What follows belongs to an exercise in optimizing a design on an open flow for small area and a short achievable clock period; a production flow would make more cautious choices.
Only simulation tests tie the RTL to the original design; equivalence was not proved.

==> flow/design.v <==
module lk_acc_cell (
    input  wire        clk,
    input  wire        rst,       
    input  wire [1:0]  op,        
    input  wire        fmt_a,     
    input  wire        fmt_b,
    input  wire [15:0] a,
    input  wire [15:0] b,
    output wire [39:0] acc,
    output reg  [31:0] f32
);
    wire        s1_first_d, s1_load_d;
    wire [1:0]  p_cls_d;
    wire [31:0] p_w_d;
    lk_mul u_s1 (.op(op), .fmt_a(fmt_a), .fmt_b(fmt_b), .a(a), .b(b),
                 .first(s1_first_d), .load(s1_load_d), .cls(p_cls_d), .w(p_w_d));
    reg        s1_first, s1_load;
    reg [1:0]  p_cls;
    reg [31:0] p_w;      
    always @(posedge clk) begin
        if (rst) begin
            s1_first <= 1'b0;
            s1_load  <= 1'b0;
            p_cls    <= 2'd1;
            p_w[0]   <= 1'b1;
        end else begin
            s1_first <= s1_first_d;
            s1_load  <= s1_load_d;
            p_cls    <= p_cls_d;
            p_w[0]   <= p_w_d[0];
        end
    end
    always @(posedge clk)
        p_w[31:1] <= p_w_d[31:1];
    reg  [39:0] acc_q;
    wire [39:0] acc_d;
    assign acc = acc_q;
    lk_add u_s2 (.first(s1_first), .load(s1_load), .cls(p_cls), .w(p_w),
                 .x(acc_q), .y(acc_d));
    always @(posedge clk) begin
        if (rst)
            acc_q <= 40'd0;
        else
            acc_q <= acc_d;
    end
    wire        c_nan = (acc_q[38:31] == 8'hFF) && (acc_q[30:0] != 31'd0);
    wire        c_inf = (acc_q[38:31] == 8'hFF) && (acc_q[30:0] == 31'd0);
    wire        c_up  = acc_q[7] & ((acc_q[6:0] != 7'd0) | acc_q[8]);
    wire [31:0] c_cy;
    wire [30:0] c_mag;
    assign c_cy[0] = c_up;
    genvar gc;
    generate for (gc = 0; gc < 31; gc = gc + 1) begin : drn
        assign c_mag[gc]  = acc_q[8 + gc] ^ c_cy[gc];
        assign c_cy[gc+1] = acc_q[8 + gc] & c_cy[gc];
    end endgenerate
    always @(posedge clk) begin
        if (rst)
            f32 <= 32'd0;
        else if (c_nan)
            f32 <= 32'h7FC0_0000;
        else if (c_inf)
            f32 <= {acc_q[39], 8'hFF, 23'd0};
        else
            f32 <= {acc_q[39], c_mag};
    end
endmodule
module lk_mul (
    input  wire [1:0]  op,
    input  wire        fmt_a,
    input  wire        fmt_b,
    input  wire [15:0] a,
    input  wire [15:0] b,
    output wire        first,
    output wire        load,
    output reg  [1:0]  cls,
    output reg  [31:0] w
);
    wire        a_ez   = fmt_a ? (a[14:10] == 5'd0)  : (a[14:7] == 8'd0);
    wire        a_emax = fmt_a ? (a[14:10] == 5'h1F) : (a[14:7] == 8'hFF);
    wire        a_fz   = fmt_a ? (a[9:0] == 10'd0)   : (a[6:0] == 7'd0);
    wire [9:0]  a_fr   = fmt_a ? a[9:0] : {a[6:0], 3'b000};
    wire [10:0] a_sig  = {~a_ez, a_fr};
    wire [7:0]  a_ex   = fmt_a ? ({3'd0, a[14:10]} + 8'd112 + {7'd0, a_ez})
                               : (a[14:7] | {7'd0, a_ez});
    wire        b_ez   = fmt_b ? (b[14:10] == 5'd0)  : (b[14:7] == 8'd0);
    wire        b_emax = fmt_b ? (b[14:10] == 5'h1F) : (b[14:7] == 8'hFF);
    wire        b_fz   = fmt_b ? (b[9:0] == 10'd0)   : (b[6:0] == 7'd0);
    wire [9:0]  b_fr   = fmt_b ? b[9:0] : {b[6:0], 3'b000};
    wire [10:0] b_sig  = {~b_ez, b_fr};
    wire [7:0]  b_ex   = fmt_b ? ({3'd0, b[14:10]} + 8'd112 + {7'd0, b_ez})
                               : (b[14:7] | {7'd0, b_ez});
    wire a_nan  = a_emax & ~a_fz;
    wire a_inf  = a_emax & a_fz;
    wire a_zero = a_ez & a_fz;
    wire b_nan  = b_emax & ~b_fz;
    wire b_inf  = b_emax & b_fz;
    wire b_zero = b_ez & b_fz;
    reg [3:0] a_lz, b_lz;
    integer i;
    always @(*) begin
        a_lz = 4'd0;
        b_lz = 4'd0;
        for (i = 0; i < 10; i = i + 1) begin
            if (a_fr[i]) a_lz = 4'd10 - i[3:0];
            if (b_fr[i]) b_lz = 4'd10 - i[3:0];
        end
        if (!a_ez) a_lz = 4'd0;
        if (!b_ez) b_lz = 4'd0;
    end
    wire a_p2 = a_ez ? ((a_fr & (a_fr - 10'd1)) == 10'd0) : a_fz;
    wire b_p2 = b_ez ? ((b_fr & (b_fr - 10'd1)) == 10'd0) : b_fz;
    wire [21:0] m_r0, m_r1;
    mul11_tree u_mul (.a(a_sig), .b(b_sig), .r0(m_r0), .r1(m_r1));
    wire [21:0] m_prod;
    wire        m_co;
    add_pfx #(.N(22), .L(5), .KIND(1)) u_madd (.a(m_r0), .b(m_r1), .ci(1'b0), .s(m_prod), .co(m_co));
    wire [4:0]  m_l   = {1'b0, a_lz} + {1'b0, b_lz};
    wire [21:0] m_sh  = m_prod << m_l;
    wire        m_top = m_sh[21];
    wire [20:0] m_fr  = m_top ? m_sh[20:0] : {m_sh[19:0], 1'b0};
    wire signed [10:0] m_e0 = $signed({3'd0, a_ex}) + $signed({3'd0, b_ex})
                            - 11'sd127 - $signed({6'd0, m_l});
    wire signed [10:0] m_e1 = $signed({3'd0, a_ex}) + $signed({3'd0, b_ex})
                            - 11'sd126 - $signed({6'd0, m_l});
    wire m_ovf  = m_top ? (m_e1 >= 11'sd255) : (m_e0 >= 11'sd255);
    wire m_unf  = m_top ? (m_e1 < -11'sd30)  : (m_e0 < -11'sd30);
    wire m_half = m_top ? (m_e1 == -11'sd31) : (m_e0 == -11'sd31);
    wire [9:0] m_e = m_top ? m_e1[9:0] : m_e0[9:0];
    reg  [1:0]  c_d;
    reg  [9:0]  e_d;
    reg  [20:0] f_d;
    always @(*) begin
        e_d = m_e;
        f_d = m_fr;
        if (a_nan | b_nan | (a_inf & b_zero) | (b_inf & a_zero))
            c_d = 2'd3;
        else if (a_inf | b_inf)
            c_d = 2'd2;
        else if (a_zero | b_zero)
            c_d = 2'd1;
        else if (m_ovf)
            c_d = 2'd2;                              
        else if (m_unf) begin
            if (m_half && !(a_p2 && b_p2)) begin
                c_d = 2'd0;
                e_d = -10'sd30;                      
                f_d = 21'd0;
            end else
                c_d = 2'd1;
        end else
            c_d = 2'd0;
    end
    assign first = (op == 2'd2);
    assign load  = (op == 2'd3);
    always @(*) begin
        case (op)
            2'd0: begin
                cls = 2'd1;
                w   = {e_d, f_d, 1'b1};
            end
            2'd3: begin
                cls = (a[14:7] == 8'hFF && {a[6:0], b} != 23'd0) ? 2'd3 : 2'd0;
                w   = {a, b};
            end
            default: begin
                cls = c_d;
                w   = {e_d, f_d, a[15] ^ b[15]};
            end
        endcase
    end
endmodule
module lk_add (
    input  wire        first,
    input  wire        load,
    input  wire [1:0]  cls,
    input  wire [31:0] w,
    input  wire [39:0] x,
    output reg  [39:0] y
);
    localparam [39:0] ACC_NAN = {1'b0, 8'hFF, 1'b1, 30'd0};
    wire        p_s    = w[0];
    wire [9:0]  p_exp  = w[31:22];
    wire [31:0] p_sig  = {1'b1, w[21:1], 10'd0};
    wire        p_nan  = (cls == 2'd3);
    wire        p_inf  = (cls == 2'd2);
    wire        p_zero = (cls == 2'd1);
    wire [39:0] x_raw  = first ? 40'd0 : x;
    wire        x_s    = x_raw[39];
    wire        x_ez   = (x_raw[38:31] == 8'd0);
    wire        x_emax = (x_raw[38:31] == 8'hFF);
    wire        x_fz   = (x_raw[30:0] == 31'd0);
    wire        x_nan  = x_emax & ~x_fz;
    wire        x_inf  = x_emax & x_fz;
    wire        x_zero = x_ez & x_fz;
    wire [7:0]  x_exp  = {x_raw[38:32], x_raw[31] | x_ez};
    wire [31:0] x_sig  = {~x_ez, x_raw[30:0]};
    wire [10:0] d_xp = {3'd0, x_exp} - {p_exp[9], p_exp};
    wire [10:0] d_px = {p_exp[9], p_exp} - {3'd0, x_exp};
    wire        e_eq = ({2'd0, x_exp} == p_exp);
    wire [21:0] cmp_s;
    wire        x_ge;
    add_pfx #(.N(22), .L(5), .KIND(1)) u_cmp (.a(x_sig[31:10]), .b(~p_sig[31:10]), .ci(1'b1), .s(cmp_s), .co(x_ge));
    wire        p_gt_e = d_xp[10];
    wire        x_big  = ~p_gt_e & (~e_eq | x_ge);
    wire [10:0] ad     = p_gt_e ? d_px : d_xp;
    wire        sat    = (ad[10:6] != 5'd0) || (ad[5:0] > 6'd35);
    wire [5:0]  sh     = ad[5:0];
    wire [7:0]  big_exp = p_gt_e ? p_exp[7:0] : x_exp;
    wire [31:0] big_sig = x_big ? x_sig : p_sig;
    wire [31:0] sml_sig = x_big ? p_sig : x_sig;
    wire        big_s   = x_big ? x_s : p_s;
    wire        eff_sub = x_s ^ p_s;
    wire [34:0] sml_sh = {sml_sig, 3'b000} >> sh;
    wire [34:0] sml_al = sat ? 35'd0 : sml_sh;
    reg         sml_st;
    integer k;
    always @(*) begin
        sml_st = 1'b0;
        for (k = 0; k < 32; k = k + 1)
            if (sat || sh >= k + 4) sml_st = sml_st | sml_sig[k];
    end
    wire [35:0] op_a = {1'b0, big_sig, 3'b000};
    wire [35:0] op_b = {1'b0, sml_al[34:1], sml_al[0] | sml_st} ^ {36{eff_sub}};
    wire [35:0] s_sum;
    wire        s_co;
    add_pfx #(.N(36), .L(6), .KIND(1)) u_add (.a(op_a), .b(op_b), .ci(eff_sub), .s(s_sum), .co(s_co));
    wire        s_neg = eff_sub & s_sum[35];
    wire        r_s   = big_s ^ s_neg;
    wire        s_z   = (s_sum == 36'd0);
    wire [35:0] lim = (big_exp <= 8'd35) ? (36'h8_0000_0000 >> big_exp) : 36'd0;
    wire [5:0]  nlz;
    lzc36 u_lzc (.x(s_sum | lim), .n(nlz));
    wire [5:0]  nsh   = {nlz[5:1], nlz[0] | s_neg};
    wire [35:0] n_5   = nsh[5] ? {s_sum[3:0], 32'd0} : s_sum;
    wire [35:0] n_4   = nsh[4] ? {n_5[19:0], 16'd0}  : n_5;
    wire [35:0] n_3   = nsh[3] ? {n_4[27:0], 8'd0}   : n_4;
    wire [35:0] n_2   = nsh[2] ? {n_3[31:0], 4'd0}   : n_3;
    wire [35:0] n_1   = nsh[1] ? {n_2[33:0], 2'd0}   : n_2;
    wire [35:0] n_mag = nsh[0] ? {n_1[34:0], 1'd0}   : n_1;
    wire [8:0]  n_exp = {1'b0, big_exp} + 9'd1 - {3'd0, nsh};
    wire [8:0]  n_exp1 = {1'b0, big_exp} + 9'd2 - {3'd0, nsh};
    wire [4:0]  n_lo  = n_mag[4:0] ^ {5{s_neg}};
    wire        up_p  = n_lo[3] & ((n_lo[2:0] != 3'd0) | n_lo[4]);
    wire        c4_n  = (n_lo[3:0] == 4'hF);
    wire        t3_n  = n_lo[3] ^ (n_lo[2:0] == 3'h7);
    wire        up_n  = c4_n | (t3_n & ((n_lo[2:0] != 3'h7) | n_lo[4]));
    wire        n_up  = s_neg ? up_n : up_p;
    wire [31:0] r_in  = n_mag[35:4] ^ {32{s_neg}};
    wire [31:0] r_sig;
    wire        r_co;
    inc_pfx #(.N(32), .L(6)) u_rnd (.a(r_in), .ci(n_up), .s(r_sig), .co(r_co));
    wire [8:0]  r_exp = r_co ? n_exp1 : n_exp;
    wire        r_top = r_co | r_sig[31];
    wire        r_ovf = (n_exp >= 9'd255) | (r_co & (n_exp == 9'd254));
    reg [39:0] sum40;
    always @(*) begin
        if (s_z)
            sum40 = 40'd0;                                   
        else if (r_ovf)
            sum40 = {r_s, 8'hFF, 31'd0};                     
        else
            sum40 = {r_s, (r_top ? r_exp[7:0] : 8'd0), r_sig[30:0]};
    end
    always @(*) begin
        if (load)
            y = p_nan ? ACC_NAN : {w, 8'd0};
        else if (x_nan | p_nan | (x_inf & p_inf & (x_s != p_s)))
            y = ACC_NAN;
        else if (x_inf)
            y = x_raw;
        else if (p_inf)
            y = {p_s, 8'hFF, 31'd0};
        else if (p_zero)
            y = x_zero ? {x_s & p_s, 39'd0} : x_raw;
        else
            y = sum40;
    end
endmodule
module add_pfx #(parameter N = 36, parameter L = 6, parameter KIND = 0) (    
    input  wire [N-1:0] a,
    input  wire [N-1:0] b,
    input  wire         ci,
    output wire [N-1:0] s,
    output wire         co
);
    wire [N:0] g [0:2*L];
    wire [N:0] p [0:2*L];
    assign g[0] = {a & b, ci};
    assign p[0] = {a ^ b, 1'b0};
    genvar l, i;
    generate
        if (KIND == 1) begin : sk
            for (l = 0; l < L; l = l + 1) begin : lv
                for (i = 0; i <= N; i = i + 1) begin : b
                    if ((i >> l) & 1) begin : op
                        assign g[l+1][i] = g[l][i] | (p[l][i] & g[l][((i >> l) << l) - 1]);
                        assign p[l+1][i] = p[l][i] & p[l][((i >> l) << l) - 1];
                    end else begin : pass
                        assign g[l+1][i] = g[l][i];
                        assign p[l+1][i] = p[l][i];
                    end
                end
            end
            for (l = L; l < 2*L; l = l + 1) begin : cp
                assign g[l+1] = g[l];
                assign p[l+1] = p[l];
            end
        end else begin : bk
            for (l = 0; l < L; l = l + 1) begin : up
                for (i = 0; i <= N; i = i + 1) begin : b
                    if (((i + 1) % (2 << l)) == 0) begin : op
                        assign g[l+1][i] = g[l][i] | (p[l][i] & g[l][i-(1<<l)]);
                        assign p[l+1][i] = p[l][i] & p[l][i-(1<<l)];
                    end else begin : pass
                        assign g[l+1][i] = g[l][i];
                        assign p[l+1][i] = p[l][i];
                    end
                end
            end
            for (l = 0; l < L; l = l + 1) begin : dn
                localparam integer m = L - 1 - l;
                for (i = 0; i <= N; i = i + 1) begin : b
                    if (m > 0 && ((i + 1) % (2 << (m-1))) == (1 << (m-1)) && i >= (2 << (m-1))) begin : op
                        assign g[L+l+1][i] = g[L+l][i] | (p[L+l][i] & g[L+l][i-(1<<(m-1))]);
                        assign p[L+l+1][i] = p[L+l][i] & p[L+l][i-(1<<(m-1))];
                    end else begin : pass
                        assign g[L+l+1][i] = g[L+l][i];
                        assign p[L+l+1][i] = p[L+l][i];
                    end
                end
            end
        end
    endgenerate
    assign s  = p[0][N:1] ^ g[2*L][N-1:0];
    assign co = g[2*L][N];
endmodule
module inc_pfx #(parameter N = 32, parameter L = 6) (    
    input  wire [N-1:0] a,
    input  wire         ci,
    output wire [N-1:0] s,
    output wire         co
);
    wire [N:0] t [0:L];
    assign t[0] = {a, ci};
    genvar l, i;
    generate
        for (l = 0; l < L; l = l + 1) begin : lv
            for (i = 0; i <= N; i = i + 1) begin : b
                if ((i >> l) & 1) begin : op
                    assign t[l+1][i] = t[l][i] & t[l][((i >> l) << l) - 1];
                end else begin : pass
                    assign t[l+1][i] = t[l][i];
                end
            end
        end
    endgenerate
    assign s  = a ^ t[L][N-1:0];
    assign co = t[L][N];
endmodule
module lzc36 (
    input  wire [35:0] x,
    output wire [5:0]  n
);
    wire [63:0] w = {x, 1'b1, 27'd0};
    wire [31:0] v1; wire [31:0] z1;
    genvar i;
    generate for (i = 0; i < 32; i = i + 1) begin : l1
        assign v1[i] = w[2*i+1] | w[2*i];
        assign z1[i] = ~w[2*i+1];
    end endgenerate
    wire [15:0] v2; wire [31:0] z2;
    generate for (i = 0; i < 16; i = i + 1) begin : l2
        assign v2[i] = v1[2*i+1] | v1[2*i];
        assign z2[2*i+1] = ~v1[2*i+1];
        assign z2[2*i]   = v1[2*i+1] ? z1[2*i+1] : z1[2*i];
    end endgenerate
    wire [7:0] v3; wire [23:0] z3;
    generate for (i = 0; i < 8; i = i + 1) begin : l3
        assign v3[i] = v2[2*i+1] | v2[2*i];
        assign z3[3*i+2] = ~v2[2*i+1];
        assign z3[3*i+1:3*i] = v2[2*i+1] ? z2[4*i+3:4*i+2] : z2[4*i+1:4*i];
    end endgenerate
    wire [3:0] v4; wire [15:0] z4;
    generate for (i = 0; i < 4; i = i + 1) begin : l4
        assign v4[i] = v3[2*i+1] | v3[2*i];
        assign z4[4*i+3] = ~v3[2*i+1];
        assign z4[4*i+2:4*i] = v3[2*i+1] ? z3[6*i+5:6*i+3] : z3[6*i+2:6*i];
    end endgenerate
    wire [1:0] v5; wire [9:0] z5;
    generate for (i = 0; i < 2; i = i + 1) begin : l5
        assign v5[i] = v4[2*i+1] | v4[2*i];
        assign z5[5*i+4] = ~v4[2*i+1];
        assign z5[5*i+3:5*i] = v4[2*i+1] ? z4[8*i+7:8*i+4] : z4[8*i+3:8*i];
    end endgenerate
    assign n = {~v5[1], v5[1] ? z5[9:5] : z5[4:0]};
endmodule
module mul11_tree (input wire [10:0] a, input wire [10:0] b, output wire [21:0] r0, output wire [21:0] r1);
    wire [120:0] pp;
    genvar gi, gj;
    generate for (gi = 0; gi < 11; gi = gi + 1) begin : ppr
        for (gj = 0; gj < 11; gj = gj + 1) begin : ppc
            assign pp[gi*11+gj] = a[gi] & b[gj];
        end end endgenerate
    wire s1;
    wire c2;
    assign s1 = pp[9] ^ pp[19];
    assign c2 = pp[9] & pp[19];
    wire s3;
    wire c4;
    assign s3 = pp[10] ^ pp[20] ^ pp[30];
    assign c4 = (pp[10] & pp[20]) | (pp[10] & pp[30]) | (pp[20] & pp[30]);
    wire s5;
    wire c6;
    assign s5 = pp[40] ^ pp[50];
    assign c6 = pp[40] & pp[50];
    wire s7;
    wire c8;
    assign s7 = pp[21] ^ pp[31] ^ pp[41];
    assign c8 = (pp[21] & pp[31]) | (pp[21] & pp[41]) | (pp[31] & pp[41]);
    wire s9;
    wire c10;
    assign s9 = pp[51] ^ pp[61];
    assign c10 = pp[51] & pp[61];
    wire s11;
    wire c12;
    assign s11 = pp[32] ^ pp[42] ^ pp[52];
    assign c12 = (pp[32] & pp[42]) | (pp[32] & pp[52]) | (pp[42] & pp[52]);
    wire s13;
    wire c14;
    assign s13 = pp[6] ^ pp[16];
    assign c14 = pp[6] & pp[16];
    wire s15;
    wire c16;
    assign s15 = pp[7] ^ pp[17] ^ pp[27];
    assign c16 = (pp[7] & pp[17]) | (pp[7] & pp[27]) | (pp[17] & pp[27]);
    wire s17;
    wire c18;
    assign s17 = pp[37] ^ pp[47];
    assign c18 = pp[37] & pp[47];
    wire s19;
    wire c20;
    assign s19 = pp[8] ^ pp[18] ^ pp[28];
    assign c20 = (pp[8] & pp[18]) | (pp[8] & pp[28]) | (pp[18] & pp[28]);
    wire s21;
    wire c22;
    assign s21 = pp[38] ^ pp[48] ^ pp[58];
    assign c22 = (pp[38] & pp[48]) | (pp[38] & pp[58]) | (pp[48] & pp[58]);
    wire s23;
    wire c24;
    assign s23 = pp[68] ^ pp[78];
    assign c24 = pp[68] & pp[78];
    wire s25;
    wire c26;
    assign s25 = s1 ^ pp[29] ^ pp[39];
    assign c26 = (s1 & pp[29]) | (s1 & pp[39]) | (pp[29] & pp[39]);
    wire s27;
    wire c28;
    assign s27 = pp[49] ^ pp[59] ^ pp[69];
    assign c28 = (pp[49] & pp[59]) | (pp[49] & pp[69]) | (pp[59] & pp[69]);
    wire s29;
    wire c30;
    assign s29 = pp[79] ^ pp[89] ^ pp[99];
    assign c30 = (pp[79] & pp[89]) | (pp[79] & pp[99]) | (pp[89] & pp[99]);
    wire s31;
    wire c32;
    assign s31 = c2 ^ s3 ^ s5;
    assign c32 = (c2 & s3) | (c2 & s5) | (s3 & s5);
    wire s33;
    wire c34;
    assign s33 = pp[60] ^ pp[70] ^ pp[80];
    assign c34 = (pp[60] & pp[70]) | (pp[60] & pp[80]) | (pp[70] & pp[80]);
    wire s35;
    wire c36;
    assign s35 = pp[90] ^ pp[100] ^ pp[110];
    assign c36 = (pp[90] & pp[100]) | (pp[90] & pp[110]) | (pp[100] & pp[110]);
    wire s37;
    wire c38;
    assign s37 = c4 ^ c6 ^ s7;
    assign c38 = (c4 & c6) | (c4 & s7) | (c6 & s7);
    wire s39;
    wire c40;
    assign s39 = s9 ^ pp[71] ^ pp[81];
    assign c40 = (s9 & pp[71]) | (s9 & pp[81]) | (pp[71] & pp[81]);
    wire s41;
    wire c42;
    assign s41 = pp[91] ^ pp[101] ^ pp[111];
    assign c42 = (pp[91] & pp[101]) | (pp[91] & pp[111]) | (pp[101] & pp[111]);
    wire s43;
    wire c44;
    assign s43 = c8 ^ c10 ^ s11;
    assign c44 = (c8 & c10) | (c8 & s11) | (c10 & s11);
    wire s45;
    wire c46;
    assign s45 = pp[62] ^ pp[72] ^ pp[82];
    assign c46 = (pp[62] & pp[72]) | (pp[62] & pp[82]) | (pp[72] & pp[82]);
    wire s47;
    wire c48;
    assign s47 = pp[92] ^ pp[102] ^ pp[112];
    assign c48 = (pp[92] & pp[102]) | (pp[92] & pp[112]) | (pp[102] & pp[112]);
    wire s49;
    wire c50;
    assign s49 = c12 ^ pp[43] ^ pp[53];
    assign c50 = (c12 & pp[43]) | (c12 & pp[53]) | (pp[43] & pp[53]);
    wire s51;
    wire c52;
    assign s51 = pp[63] ^ pp[73] ^ pp[83];
    assign c52 = (pp[63] & pp[73]) | (pp[63] & pp[83]) | (pp[73] & pp[83]);
    wire s53;
    wire c54;
    assign s53 = pp[93] ^ pp[103] ^ pp[113];
    assign c54 = (pp[93] & pp[103]) | (pp[93] & pp[113]) | (pp[103] & pp[113]);
    wire s55;
    wire c56;
    assign s55 = pp[54] ^ pp[64] ^ pp[74];
    assign c56 = (pp[54] & pp[64]) | (pp[54] & pp[74]) | (pp[64] & pp[74]);
    wire s57;
    wire c58;
    assign s57 = pp[84] ^ pp[94] ^ pp[104];
    assign c58 = (pp[84] & pp[94]) | (pp[84] & pp[104]) | (pp[94] & pp[104]);
    wire s59;
    wire c60;
    assign s59 = pp[65] ^ pp[75] ^ pp[85];
    assign c60 = (pp[65] & pp[75]) | (pp[65] & pp[85]) | (pp[75] & pp[85]);
    wire s61;
    wire c62;
    assign s61 = pp[4] ^ pp[14];
    assign c62 = pp[4] & pp[14];
    wire s63;
    wire c64;
    assign s63 = pp[5] ^ pp[15] ^ pp[25];
    assign c64 = (pp[5] & pp[15]) | (pp[5] & pp[25]) | (pp[15] & pp[25]);
    wire s65;
    wire c66;
    assign s65 = pp[35] ^ pp[45];
    assign c66 = pp[35] & pp[45];
    wire s67;
    wire c68;
    assign s67 = s13 ^ pp[26] ^ pp[36];
    assign c68 = (s13 & pp[26]) | (s13 & pp[36]) | (pp[26] & pp[36]);
    wire s69;
    wire c70;
    assign s69 = pp[46] ^ pp[56] ^ pp[66];
    assign c70 = (pp[46] & pp[56]) | (pp[46] & pp[66]) | (pp[56] & pp[66]);
    wire s71;
    wire c72;
    assign s71 = c14 ^ s15 ^ s17;
    assign c72 = (c14 & s15) | (c14 & s17) | (s15 & s17);
    wire s73;
    wire c74;
    assign s73 = pp[57] ^ pp[67] ^ pp[77];
    assign c74 = (pp[57] & pp[67]) | (pp[57] & pp[77]) | (pp[67] & pp[77]);
    wire s75;
    wire c76;
    assign s75 = c16 ^ c18 ^ s19;
    assign c76 = (c16 & c18) | (c16 & s19) | (c18 & s19);
    wire s77;
    wire c78;
    assign s77 = s21 ^ s23 ^ pp[88];
    assign c78 = (s21 & s23) | (s21 & pp[88]) | (s23 & pp[88]);
    wire s79;
    wire c80;
    assign s79 = c20 ^ c22 ^ c24;
    assign c80 = (c20 & c22) | (c20 & c24) | (c22 & c24);
    wire s81;
    wire c82;
    assign s81 = s25 ^ s27 ^ s29;
    assign c82 = (s25 & s27) | (s25 & s29) | (s27 & s29);
    wire s83;
    wire c84;
    assign s83 = c26 ^ c28 ^ c30;
    assign c84 = (c26 & c28) | (c26 & c30) | (c28 & c30);
    wire s85;
    wire c86;
    assign s85 = s31 ^ s33 ^ s35;
    assign c86 = (s31 & s33) | (s31 & s35) | (s33 & s35);
    wire s87;
    wire c88;
    assign s87 = c32 ^ c34 ^ c36;
    assign c88 = (c32 & c34) | (c32 & c36) | (c34 & c36);
    wire s89;
    wire c90;
    assign s89 = s37 ^ s39 ^ s41;
    assign c90 = (s37 & s39) | (s37 & s41) | (s39 & s41);
    wire s91;
    wire c92;
    assign s91 = c38 ^ c40 ^ c42;
    assign c92 = (c38 & c40) | (c38 & c42) | (c40 & c42);
    wire s93;
    wire c94;
    assign s93 = s43 ^ s45 ^ s47;
    assign c94 = (s43 & s45) | (s43 & s47) | (s45 & s47);
    wire s95;
    wire c96;
    assign s95 = c44 ^ c46 ^ c48;
    assign c96 = (c44 & c46) | (c44 & c48) | (c46 & c48);
    wire s97;
    wire c98;
    assign s97 = s49 ^ s51 ^ s53;
    assign c98 = (s49 & s51) | (s49 & s53) | (s51 & s53);
    wire s99;
    wire c100;
    assign s99 = c50 ^ c52 ^ c54;
    assign c100 = (c50 & c52) | (c50 & c54) | (c52 & c54);
    wire s101;
    wire c102;
    assign s101 = s55 ^ s57 ^ pp[114];
    assign c102 = (s55 & s57) | (s55 & pp[114]) | (s57 & pp[114]);
    wire s103;
    wire c104;
    assign s103 = c56 ^ c58 ^ s59;
    assign c104 = (c56 & c58) | (c56 & s59) | (c58 & s59);
    wire s105;
    wire c106;
    assign s105 = pp[95] ^ pp[105] ^ pp[115];
    assign c106 = (pp[95] & pp[105]) | (pp[95] & pp[115]) | (pp[105] & pp[115]);
    wire s107;
    wire c108;
    assign s107 = c60 ^ pp[76] ^ pp[86];
    assign c108 = (c60 & pp[76]) | (c60 & pp[86]) | (pp[76] & pp[86]);
    wire s109;
    wire c110;
    assign s109 = pp[96] ^ pp[106] ^ pp[116];
    assign c110 = (pp[96] & pp[106]) | (pp[96] & pp[116]) | (pp[106] & pp[116]);
    wire s111;
    wire c112;
    assign s111 = pp[87] ^ pp[97] ^ pp[107];
    assign c112 = (pp[87] & pp[97]) | (pp[87] & pp[107]) | (pp[97] & pp[107]);
    wire s113;
    wire c114;
    assign s113 = pp[3] ^ pp[13];
    assign c114 = pp[3] & pp[13];
    wire s115;
    wire c116;
    assign s115 = s61 ^ pp[24] ^ pp[34];
    assign c116 = (s61 & pp[24]) | (s61 & pp[34]) | (pp[24] & pp[34]);
    wire s117;
    wire c118;
    assign s117 = c62 ^ s63 ^ s65;
    assign c118 = (c62 & s63) | (c62 & s65) | (s63 & s65);
    wire s119;
    wire c120;
    assign s119 = c64 ^ c66 ^ s67;
    assign c120 = (c64 & c66) | (c64 & s67) | (c66 & s67);
    wire s121;
    wire c122;
    assign s121 = c68 ^ c70 ^ s71;
    assign c122 = (c68 & c70) | (c68 & s71) | (c70 & s71);
    wire s123;
    wire c124;
    assign s123 = c72 ^ c74 ^ s75;
    assign c124 = (c72 & c74) | (c72 & s75) | (c74 & s75);
    wire s125;
    wire c126;
    assign s125 = c76 ^ c78 ^ s79;
    assign c126 = (c76 & c78) | (c76 & s79) | (c78 & s79);
    wire s127;
    wire c128;
    assign s127 = c80 ^ c82 ^ s83;
    assign c128 = (c80 & c82) | (c80 & s83) | (c82 & s83);
    wire s129;
    wire c130;
    assign s129 = c84 ^ c86 ^ s87;
    assign c130 = (c84 & c86) | (c84 & s87) | (c86 & s87);
    wire s131;
    wire c132;
    assign s131 = c88 ^ c90 ^ s91;
    assign c132 = (c88 & c90) | (c88 & s91) | (c90 & s91);
    wire s133;
    wire c134;
    assign s133 = c92 ^ c94 ^ s95;
    assign c134 = (c92 & c94) | (c92 & s95) | (c94 & s95);
    wire s135;
    wire c136;
    assign s135 = c96 ^ c98 ^ s99;
    assign c136 = (c96 & c98) | (c96 & s99) | (c98 & s99);
    wire s137;
    wire c138;
    assign s137 = c100 ^ c102 ^ s103;
    assign c138 = (c100 & c102) | (c100 & s103) | (c102 & s103);
    wire s139;
    wire c140;
    assign s139 = c104 ^ c106 ^ s107;
    assign c140 = (c104 & c106) | (c104 & s107) | (c106 & s107);
    wire s141;
    wire c142;
    assign s141 = c108 ^ c110 ^ s111;
    assign c142 = (c108 & c110) | (c108 & s111) | (c110 & s111);
    wire s143;
    wire c144;
    assign s143 = c112 ^ pp[98] ^ pp[108];
    assign c144 = (c112 & pp[98]) | (c112 & pp[108]) | (pp[98] & pp[108]);
    wire s145;
    wire c146;
    assign s145 = pp[2] ^ pp[12];
    assign c146 = pp[2] & pp[12];
    wire s147;
    wire c148;
    assign s147 = s113 ^ pp[23] ^ pp[33];
    assign c148 = (s113 & pp[23]) | (s113 & pp[33]) | (pp[23] & pp[33]);
    wire s149;
    wire c150;
    assign s149 = c114 ^ s115 ^ pp[44];
    assign c150 = (c114 & s115) | (c114 & pp[44]) | (s115 & pp[44]);
    wire s151;
    wire c152;
    assign s151 = c116 ^ s117 ^ pp[55];
    assign c152 = (c116 & s117) | (c116 & pp[55]) | (s117 & pp[55]);
    wire s153;
    wire c154;
    assign s153 = c118 ^ s119 ^ s69;
    assign c154 = (c118 & s119) | (c118 & s69) | (s119 & s69);
    wire s155;
    wire c156;
    assign s155 = c120 ^ s121 ^ s73;
    assign c156 = (c120 & s121) | (c120 & s73) | (s121 & s73);
    wire s157;
    wire c158;
    assign s157 = c122 ^ s123 ^ s77;
    assign c158 = (c122 & s123) | (c122 & s77) | (s123 & s77);
    wire s159;
    wire c160;
    assign s159 = c124 ^ s125 ^ s81;
    assign c160 = (c124 & s125) | (c124 & s81) | (s125 & s81);
    wire s161;
    wire c162;
    assign s161 = c126 ^ s127 ^ s85;
    assign c162 = (c126 & s127) | (c126 & s85) | (s127 & s85);
    wire s163;
    wire c164;
    assign s163 = c128 ^ s129 ^ s89;
    assign c164 = (c128 & s129) | (c128 & s89) | (s129 & s89);
    wire s165;
    wire c166;
    assign s165 = c130 ^ s131 ^ s93;
    assign c166 = (c130 & s131) | (c130 & s93) | (s131 & s93);
    wire s167;
    wire c168;
    assign s167 = c132 ^ s133 ^ s97;
    assign c168 = (c132 & s133) | (c132 & s97) | (s133 & s97);
    wire s169;
    wire c170;
    assign s169 = c134 ^ s135 ^ s101;
    assign c170 = (c134 & s135) | (c134 & s101) | (s135 & s101);
    wire s171;
    wire c172;
    assign s171 = c136 ^ s137 ^ s105;
    assign c172 = (c136 & s137) | (c136 & s105) | (s137 & s105);
    wire s173;
    wire c174;
    assign s173 = c138 ^ s139 ^ s109;
    assign c174 = (c138 & s139) | (c138 & s109) | (s139 & s109);
    wire s175;
    wire c176;
    assign s175 = c140 ^ s141 ^ pp[117];
    assign c176 = (c140 & s141) | (c140 & pp[117]) | (s141 & pp[117]);
    wire s177;
    wire c178;
    assign s177 = c142 ^ s143 ^ pp[118];
    assign c178 = (c142 & s143) | (c142 & pp[118]) | (s143 & pp[118]);
    wire s179;
    wire c180;
    assign s179 = c144 ^ pp[109] ^ pp[119];
    assign c180 = (c144 & pp[109]) | (c144 & pp[119]) | (pp[109] & pp[119]);
    assign r0 = {1'b0, c180, c178, c176, c174, c172, c170, c168, c166, c164, c162, c160, c158, c156, c154, c152, c150, c148, c146, s145, pp[1], pp[0]};
    assign r1 = {1'b0, pp[120], s179, s177, s175, s173, s171, s169, s167, s165, s163, s161, s159, s157, s155, s153, s151, s149, s147, pp[22], pp[11], 1'b0};
endmodule
==> flow/run.sh <==
#!/bin/bash
# synth_recipe.tcl (not shown) runs the flow's synth.tcl, then flattens the netlist and writes it again
# the make line also repeats each setting of config.mk as NAME=value (left out here)
make -C /OpenROAD-flow-scripts/flow DESIGN_CONFIG=/design/flow/config.mk WORK_HOME=/design/flow/orfs CLKGATE_MAP_FILE= SYNTH_SCRIPT=/design/flow/synth_recipe.tcl finish
==> flow/config.mk <==
export PLATFORM = sky130hd
export DESIGN_NAME = lk_acc_cell
export DESIGN_NICKNAME = lk_acc_cell
export VERILOG_FILES = /design/flow/design.v
export SDC_FILE = /design/flow/constraint.sdc
export NUM_CORES = 4
export LEC_CHECK = 0
export ABC_AREA = 1
export CAP_MARGIN = 20
export CORE_MARGIN = 2
export CORE_UTILIZATION = 65
export SETUP_SLACK_MARGIN = 5
export SLEW_MARGIN = 20
==> flow/constraint.sdc <==
create_clock -name core_clock -period 22.0 [get_ports {clk}]
set_input_delay 4.4000 -clock core_clock [delete_from_list [all_inputs] [get_ports {clk}]]
set_output_delay 4.4000 -clock core_clock [all_outputs]
set_load 0.01 [all_outputs]
==> impl_metrics.toml, run 1 <==
[place]
dpl.hpwl_mm = 74.8
placed_area_sq_um = 25200
place_congestion = 1.13
port_buffers = 109
numPlacedInstances = 4611

[layout]
syn2layout_area_growth_pct = 5.84
diodes = 0
final_area_sq_um = 25500
multi_input_area_sq_um = 18800
n_fill_cell = 3365
drive_above_1_share_pct = 4.14
fin_cells = 4627
fin_nets = 4476
regArea_sq_um = 2160

[hold_path]
min-delay-start = "p_w[17]$_DFF_P_"
hold_path.class = "reg -> reg"
min_path_cells = 2

[clocking]
cts_buffers = 9
cts.sinks = 108
clk_transition_reported_paths_ns = 0.10
ctsResizeCount = 0
cts_tree = "yes"
cts.hold.buffers_added = 0
h-tree-depth = 3
postCtsSetupBuffers = 0
ctsLongestPathBuffers = 2
clock_latency_ns = 0.38
root_buffer = "clkbuf_16"

[die]
dieArea_sq_um = 38600
coreArea_sq_um = 36600
die_h_um = 197
die_x_um = 197
io_pins = 110
rows = 70
initial_core_util_pct = 65.9

[worst_setup_path]
cp-start-kind = "register"
regToRegStartpoint = "s1_first$_SDFF_PP0_"
worstSetupPathType = "reg -> reg"
startpoint = "s1_first$_SDFF_PP0_"
r2r_slack_ns = 7.61
slowest_delay_ns = 0.61
critPathCaptureType = "register"
crit_required_ns = 22.25
r2r_cells = 71
timing.rr.end = "acc_q[19]$_SDFF_PP0_"
cpMaxStageDelayCell = "nand2_2"
cp-endpoint = "acc_q[19]$_SDFF_PP0_"
cp_max_fo = 49
cp.arrival_ns = 14.65
crit_top_cell = "nand2_1"

[synth]
synthesis.area_sq_um = 24100
synth_nets = 4503
ys_async_sr_fraction_pct = 0
synth_area_per_cell_sq_um = 5.77
yosysMostFrequentCell = "nand2_1"
yosysTopAreaCellShare_pct = 15.8
yosys.area.top_type = "nand2_1"
yosys-top-cells-count = "nand2_1, inv_1, nand3_1"
synth_edf_count = 0
synth-warning-count = 6
synth_top_flop_cell = "dfxtp_1"
synth_cell_types = 71
yosys-top-cells-area = "nand2_1, nand3_1, ha_1"
ys_seq_area_share_pct = 8.97
synth_cells = 4181
ys_ff_latch = 108

[route]
final_antenna_net_count = 0
vias = 29588
wire_per_inst_um = 20.6
drt_iter0_drc = 4118
viasPerCell = 6.39
firstDrtPassIters = 9
wirelength_mm = 95.2
drc = 0

[global_routing]
grt_max_degree = 91
grt_pass1_wl_mm = 147
first_global_vias = 27578
grt-ovfl-total = 0
grtUsageTotal_pct = 48.2
grt_antenna_before_repair = 0

[sta]
finalMaxSlewViolations = 0
rsz0062_at_grt = "false"
layout_min_cycle_time_ns = 14.39
period_share_pct = 65.4
tightest_slew_ns = 1.21
finalHoldViolCount = 0
setup_violations = 0
skew_ns = 0.0189
relSlewSlack_pct = 18.5
timing.fmax_mhz = 69.5
finalSetupTns_ns = 0

[status]
status = "complete, no violations"

[job]
max_cap_viol_count = 0
[cell families after synthesis]
group                    count (synthesis)  synth area share (%)
AO/OA/AOI/OAI                          655                  15.6
XOR/XNOR                               102                  3.80
adder cells (fa/ha/maj)                284                  17.7
buffers and inverters                  807                  13.4
flip-flops                             108                  8.97
multiplexers                             4                 0.166
AND/OR/NAND/NOR                       2221                  40.4
[state kept, by name, summed over array words and instances (netlist names)]
| signal | flops |
|---|---|
| s1_load | 1 |
| p_w | 32 |
| p_cls | 2 |
| acc_q | 40 |
| s1_first | 1 |
| f32 | 32 |
[cell usage in the layout (no fill, tap or decap), types with 37 or more instances in the layout]
cell type / n
xor2_1: 74
ha_1: 188
inv_1: 595
fa_1: 96
nand3_1: 504
a21oi_1: 199
o21ai_0: 228
nand2_1: 1017
dfxtp_1: 108
o22ai_1: 39
nand4_1: 80
nor2_1: 444
nor3_1: 44
clkdlybuf4s50_1: 109
a31oi_1: 40
buf_4: 37
[worst max-delay path: cells and delay by family, from the launching register on]
kind,cells,cell delay (ns)
AOI/OAI and AO/OA,14,2.33
xor gates and xnor gates,1,0.21
adders and majority gates,5,1.17
buffers and inverters,12,2.71
DFF,1,0.31
and+or+nand+nor,39,7.42
[routing by layer]
layer / global-route usage (%) / vias to the layer above / part of all wire, %
met5: 0 / - / 0
met1: 56.0 / 13197 / 35
met4: 36.6 / 0 / 9.4
met2: 76.9 / 2168 / 43
li1: - / 13605 / -
met3: 12.0 / 618 / 12
[through the flow]
stage / worst slack [ns] / hold slack [ns] / util [%]
final: 7.61 / 0.539 / 69.7
after global routing: 6.34 / 0.566 / 69.7
after CTS: 8.19 / 0.527 / 69.7
after detailed placement: 7.99 / 0.516 / 68.9
after global placement: 8.01 / 0.505 / 68.8
after floorplan: 9.96 / 0.458 / -
[how the worst min path moves through the flow]
stage,end,slack [ns]
floorplan,acc_q[10]$_SDFF_PP0_,0.46
global placement,acc_q[28]$_SDFF_PP0_,0.50
detailed placement,acc_q[28]$_SDFF_PP0_,0.52
CTS,acc_q[28]$_SDFF_PP0_,0.53
global route,acc_q[28]$_SDFF_PP0_,0.57
finish,acc_q[25]$_SDFF_PP0_,0.54
[cell type report]
class	instances	area share [%]
flip-flops and latches	108	8.47
multi-input cells	3266	73.5
repair buffers	146	5.36
clock inverters	7	0.289
clock buffers	9	0.883
well taps	468	2.29
inverters	623	9.17
==> run 2: changes to the inputs <==
--- a/flow/config.mk
+++ b/flow/config.mk
@@ -8,6 +8,5 @@
 export ABC_AREA = 1
 export CAP_MARGIN = 20
 export CORE_MARGIN = 2
-export CORE_UTILIZATION = 65
-export SETUP_SLACK_MARGIN = 5
+export CORE_UTILIZATION = 40
 export SLEW_MARGIN = 20
==> impl_metrics.toml, run 2 <==
[sta]
relSlewSlack_pct = 32.1
setup_violations = 0
tightest_slew_ns = 1.02
hold-worst-slack_ns = 0.537
layout_min_cycle_time_ns = 14.05
finalMaxSlewViolations = 0
finalSetupTns_ns = 0
skew_ns = 0.0170
timing.fmax_mhz = 71.2
rsz0062_at_grt = "false"
finalHoldViolCount = 0
period_share_pct = 63.9

[place]
port_buffers = 109
place_congestion = 1.03
numPlacedInstances = 4923
dpl.hpwl_mm = 82.5

[route]
wire_per_inst_um = 20.4
viasPerCell = 5.62
drc = 0
drt_iter0_drc = 2862
wirelength_mm = 101
final_antenna_net_count = 0
firstDrtPassIters = 6
vias = 27782

[layout]
drive_above_1_share_pct = 4.30
multi_input_area_sq_um = 18800
final_common_cell = "nand2_1"
n_fill_cell = 6633
top_regs = "acc_q (40), f32 (32), p_w (32)"
syn2layout_area_growth_pct = 7.70
largest-register = "acc_q"
diodes = 0
fin_nets = 4484
fin_cells = 4940
regArea_sq_um = 2160
largest_reg_flops = 40
final_cell_mix = "nand2_1, inv_1, nand3_1"
fin_util_pct = 43.7

[clocking]
clk_transition_reported_paths_ns = 0.09
ctsResizeCount = 0
cts.sinks = 108
cts_buffers = 9
cts.hold.buffers_added = 0
h-tree-depth = 3
root_buffer = "clkbuf_16"
ctsLongestPathBuffers = 2
clock_latency_ns = 0.40
cts_tree = "yes"
postCtsSetupBuffers = 0

[worst_setup_path]
slowest_delay_ns = 0.96
cp.arrival_ns = 14.31
worstSetupPathType = "reg -> reg"
crit_required_ns = 22.26
critPathCaptureType = "register"
r2r_slack_ns = 7.95
cpMaxStageDelayCell = "dfxtp_2"
crit_top_cell = "nand2_1"
cp_max_fo = 49
cp-start-kind = "register"

[die]
coreArea_sq_um = 59400
dieArea_sq_um = 62300
io_pins = 110
die_h_um = 250
die_x_um = 250
rows = 89
initial_core_util_pct = 40.6

[global_routing]
grt_max_degree = 91
grt_antenna_before_repair = 0
grt-ovfl-total = 0
first_global_vias = 25819
grt_pass1_wl_mm = 154
grtUsageTotal_pct = 31.5

[job]
max_cap_viol_count = 0

[synth]
synth_edf_count = 0
synth_nets = 4503
yosysMostFrequentCell = "nand2_1"
yosys.area.top_type = "nand2_1"
synth-warning-count = 6
ys_seq_area_share_pct = 8.97
synth_cell_types = 71
synth_cells = 4181
yosys-top-cells-count = "nand2_1, inv_1, nand3_1"
ys_ff_latch = 108
yosys-top-cells-area = "nand2_1, nand3_1, ha_1"
synthesis.area_sq_um = 24100
synth_top_flop_cell = "dfxtp_1"
yosysTopAreaCellShare_pct = 15.8
synth_area_per_cell_sq_um = 5.77
ys_async_sr_fraction_pct = 0

[hold_path]
hold_path.class = "reg -> reg"

[status]
status = "complete, no violations"
## run 2: cell counts after synthesis
No cell type changed its count.
## run 2: worst paths after layout
check,from,endpoint,cells past startpoint
worst max-delay path,s1_first$_SDFF_PP0_,acc_q[30]$_SDFF_PP0_,71
worst min-delay path,p_w[16]$_DFF_P_,acc_q[24]$_SDFF_PP0_,2
worst max register to register,s1_first$_SDFF_PP0_,acc_q[30]$_SDFF_PP0_,71
worst min register to register,p_w[16]$_DFF_P_,acc_q[24]$_SDFF_PP0_,2
## run 2: area by class of cell
| cell class | instances | share of cell area, % |
|---|---|---|
| multi-input cells | 3266 | 72.2 |
| clock buffers | 9 | 0.867 |
| flip-flops and latches | 108 | 8.33 |
| well taps | 773 | 3.72 |
| clock inverters | 7 | 0.308 |
| inverters | 623 | 9.02 |
| repair buffers | 154 | 5.53 |
## run 2: cells by family (layout without fill, tap and decap cells)
family          after synthesis  count (layout)  share of synthesized area, %
buf+inv                     807             793                          13.4
mux                           4               4                         0.166
compound gates              655             655                          15.6
simple gates               2221            2221                          40.4
fa+ha+maj                   284             284                          17.7
flops                       108             108                          8.97
xor+xnor                    102             102                          3.80
## run 2: routing by layer
layer,vias to the layer above,track usage [%],share of wire [%]
met1,12816,40.7,43
met4,0,15.1,5.2
met2,1137,52.9,46
li1,13618,-,-
met3,211,2.84,5.8
met5,-,0,0
## run 2: per-stage QoR
| step | cell area (sq um) | worst slack [ns] |
|---|---|---|
| floorplan | 24100 | 9.96 |
| global placement | 25600 | 8.15 |
| detailed placement | 25600 | 8.17 |
| CTS | 25900 | 8.27 |
| global route | 26000 | 6.71 |
| finish | 26000 | 7.95 |
## run 2: worst max-delay path: cells and delay by family, from the launching register on
family          cells  cell delay [ns]
flops               1             0.96
simple gates       39             6.79
buf+inv            12             2.46
compound gates     14             2.36
xor+xnor            1             0.18
fa+ha+maj           5             0.97
==> run 3: changes to the inputs <==
==> flow/flow/run.sh (new file) <==
#!/bin/bash
set -euo pipefail
MARGIN=$(cat flow/margin.txt)
bash standard.sh SETUP_SLACK_MARGIN=$MARGIN finish > standard.log 2>&1
==> flow/flow/margin.txt (new file) <==
10
==> flow/standard.sh (new file) <==
#!/bin/bash
# synth_recipe.tcl (not shown) runs the flow's synth.tcl, then flattens the netlist and writes it again
# the make line also repeats each setting of config.mk as NAME=value (left out here)
make -C /OpenROAD-flow-scripts/flow DESIGN_CONFIG=/design/flow/config.mk WORK_HOME=/design/flow/orfs CLKGATE_MAP_FILE= SYNTH_SCRIPT=/design/flow/synth_recipe.tcl "${@:-finish}"
removed: flow/run.sh
==> impl_metrics.toml, run 3 <==
[global_routing]
first_global_vias = 26267
grt-ovfl-total = 0
grt_max_degree = 50
grtUsageTotal_pct = 32.0
grt_pass1_wl_mm = 156
grt_antenna_before_repair = 3

[route]
wirelength_mm = 105
viasPerCell = 5.75
drc = 0
top_layer_used = "met5"
firstDrtPassIters = 7
drt_iter0_drc = 3135
wl_met3_mm = 7.46
met2_wirelength_mm = 49.0
final_antenna_net_count = 0
drt-met1-wl_mm = 43.2
vias = 28866
wire_per_inst_um = 21.0

[worst_setup_path]
cp-start-kind = "input pin"
cpMaxStageDelayCell = "fa_1"
critPathCaptureType = "register"
slowest_delay_ns = 0.56
crit_required_ns = 22.23
worstSetupPathType = "in -> reg"
crit_top_cell = "nand2_1"
cp.arrival_ns = 12.08
cpLargestDelayFamily = "adder cells"
cp_max_fo = 6
path_buf_inv = 10

[synth]
yosys.area.top_type = "nand2_1"
synthesis.area_sq_um = 24100
synth_nets = 4503
synth_cell_types = 71
yosys-top-cells-area = "nand2_1, nand3_1, ha_1"
synth_top_flop_cell = "dfxtp_1"
ys_async_sr_fraction_pct = 0
ys_ff_latch = 108
yosys-top-cells-count = "nand2_1, inv_1, nand3_1"
synth-warning-count = 6
synth_cells = 4181
yosysTopAreaCellShare_pct = 15.8
ys_seq_area_share_pct = 8.97
synth_edf_count = 0
synth_area_per_cell_sq_um = 5.77
yosysMostFrequentCell = "nand2_1"

[layout]
final_cell_mix = "nand2_1, inv_1, nand3_1"
fin_cells = 5022
final_area_sq_um = 27300
syn2layout_area_growth_pct = 13.2
regArea_sq_um = 2170
n_fill_cell = 6588
fin_nets = 4565
top_regs = "acc_q (40), f32 (32), p_w (32)"
final_common_cell = "nand2_1"
multi_input_area_sq_um = 19200
drive_above_1_share_pct = 8.12
largest-register = "acc_q"
largest_reg_flops = 40

[clocking]
ctsLongestPathBuffers = 2
root_buffer = "clkbuf_16"
clk_transition_reported_paths_ns = 0.09
cts_tree = "yes"
cts.hold.buffers_added = 0
cts_buffers = 9
h-tree-depth = 3
cts.sinks = 108
clock_latency_ns = 0.39

[die]
initial_core_util_pct = 40.6
io_pins = 110
die_x_um = 250
coreArea_sq_um = 59400
die_h_um = 250
dieArea_sq_um = 62300
rows = 89

[place]
dp_slack_ns = 8.08
port_buffers = 109
numPlacedInstances = 4920
place_congestion = 1.04
placed_area_sq_um = 25600
dpl.hpwl_mm = 82.1

[sta]
period_share_pct = 53.9
setup_violations = 0
fin_ws_ns = 10.15
finalMaxSlewViolations = 0
tightest_slew_ns = 1.09
relSlewSlack_pct = 26.9
finalHoldViolCount = 0
finalSetupTns_ns = 0
skew_ns = 0.0111
timing.fmax_mhz = 84.4
rsz0062_at_grt = "false"
layout_min_cycle_time_ns = 11.85

[job]
max_cap_viol_count = 0

[hold_path]
hold_path.class = "reg -> reg"

[status]
status = "complete, no violations"
==> run 3: cell count changes in the layout (fill, tap and decap cells not counted), moves of 7 or more <==
cell,before,now
buf_12,0,7
buf_4,44,94
buf_6,0,13
clkdlybuf4s50_1,109,92
dlymetal6s2s_1,0,14
inv_1,596,580
inv_2,17,25
nand2_1,1017,1006
nand2_4,4,12
nor2_1,444,433
nor2_4,11,18
o21ai_0,230,210
o21ai_1,28,37
o21ai_2,6,13
==> run 3: worst paths after layout <==
path / slack, ns / cells after the start / to / start
max: 10.15 / 42 / p_w[6]$_DFF_P_ / b[9]
min: 0.53 / 2 / acc_q[25]$_SDFF_PP0_ / p_w[17]$_DFF_P_
max reg2reg: 10.71 / 67 / acc_q[16]$_SDFF_PP0_ / acc_q[34]$_SDFF_PP0_
min reg2reg: 0.53 / 2 / acc_q[25]$_SDFF_PP0_ / p_w[17]$_DFF_P_
==> run 3: cell type report <==
type,instances,share of cell area (%)
Clock inverter,6,0.229
Sequential cell,108,7.94
Tap cell,773,3.54
Inverter,623,8.74
Clock buffer,10,0.876
Antenna cell,1,0.00917
Timing Repair Buffer,228,8.08
Timing Repair inverter,2,0.0367
Multi-Input combinational cell,3271,70.5
==> run 3: cell families (layout without fill, tap and decap cells) <==
| family | count (synthesis) | count (layout) | share of synthesized area, % |
|---|---|---|---|
| other | 0 | 1 | 0 |
| flip-flops | 108 | 108 | 8.97 |
| AND/OR/NAND/NOR | 2221 | 2226 | 40.4 |
| AO/OA/AOI/OAI | 655 | 655 | 15.6 |
| multiplexers | 4 | 4 | 0.166 |
| adder cells (fa/ha/maj) | 284 | 284 | 17.7 |
| buffers and inverters | 807 | 869 | 13.4 |
| XOR/XNOR | 102 | 102 | 3.80 |
==> run 3: what timing repair did <==
action                                  CTS  global route
gates resized for setup                  57           147
pin swaps                                 7            34
buffers inserted                         19            51
endpoints found under the setup margin   68            64
gates cloned                              7             6
==> run 3: stage by stage <==
step	utilization [%]	hold WS, ns
2_1_floorplan	-	0.458
3_3_place_gp	43.2	0.506
3_5_place_dp	43.2	0.511
4_1_cts	44.4	0.526
5_1_grt	46.0	0.545
6_report	46.0	0.529
==> run 3: worst register-to-register path, delay by kind of cell, from the launching register on <==
family / cells / cell delay, ns
adder cells (fa/ha/maj): 6 / 1.82
flip-flops: 1 / 0.40
buffers and inverters: 13 / 1.72
AO/OA/AOI/OAI: 10 / 1.85
XOR/XNOR: 1 / 0.08
AND/OR/NAND/NOR: 37 / 5.38
==> run 3: routing by layer <==
layer,GRT usage (%),vias up
met5,0,-
met4,14.7,4
met3,2.77,268
met2,54.1,1398
met1,41.4,13435
li1,-,13761

## re-timing with driven ports
The results above use ideal ports. As a check the final layouts listed here were re-extracted and re-timed, cells and wires unchanged.
Step 1 sets driving cells, clkbuf_16 on the clock port and buf_2 on the other inputs (assumed; they add their load-dependent delay and slew).
Step 2 moves the port delays by t, midway between the first and last clock arrival at a register: inputs arrive t later, outputs are due t later. That takes back most of the time a late clock gives input paths.
Three values: no drivers, after step 1, after step 2; two values: the first two.
run | shift t [ns] | setup WS [ns] | pins driven straight from the clock port
run 1 | 0.424 | 7.607 / 7.607 / 7.607 | 1
run 2 | 0.443 | 7.947 / 7.947 / 7.947 | 1
run 3 | 0.437 | 10.147 / 10.173 / 9.736 | 1
After both steps setup and hold are still met in every run listed. For run 3, which loses most, drivers alone change the setup slack by +0.026 ns; drivers and shift together by -0.411 ns.
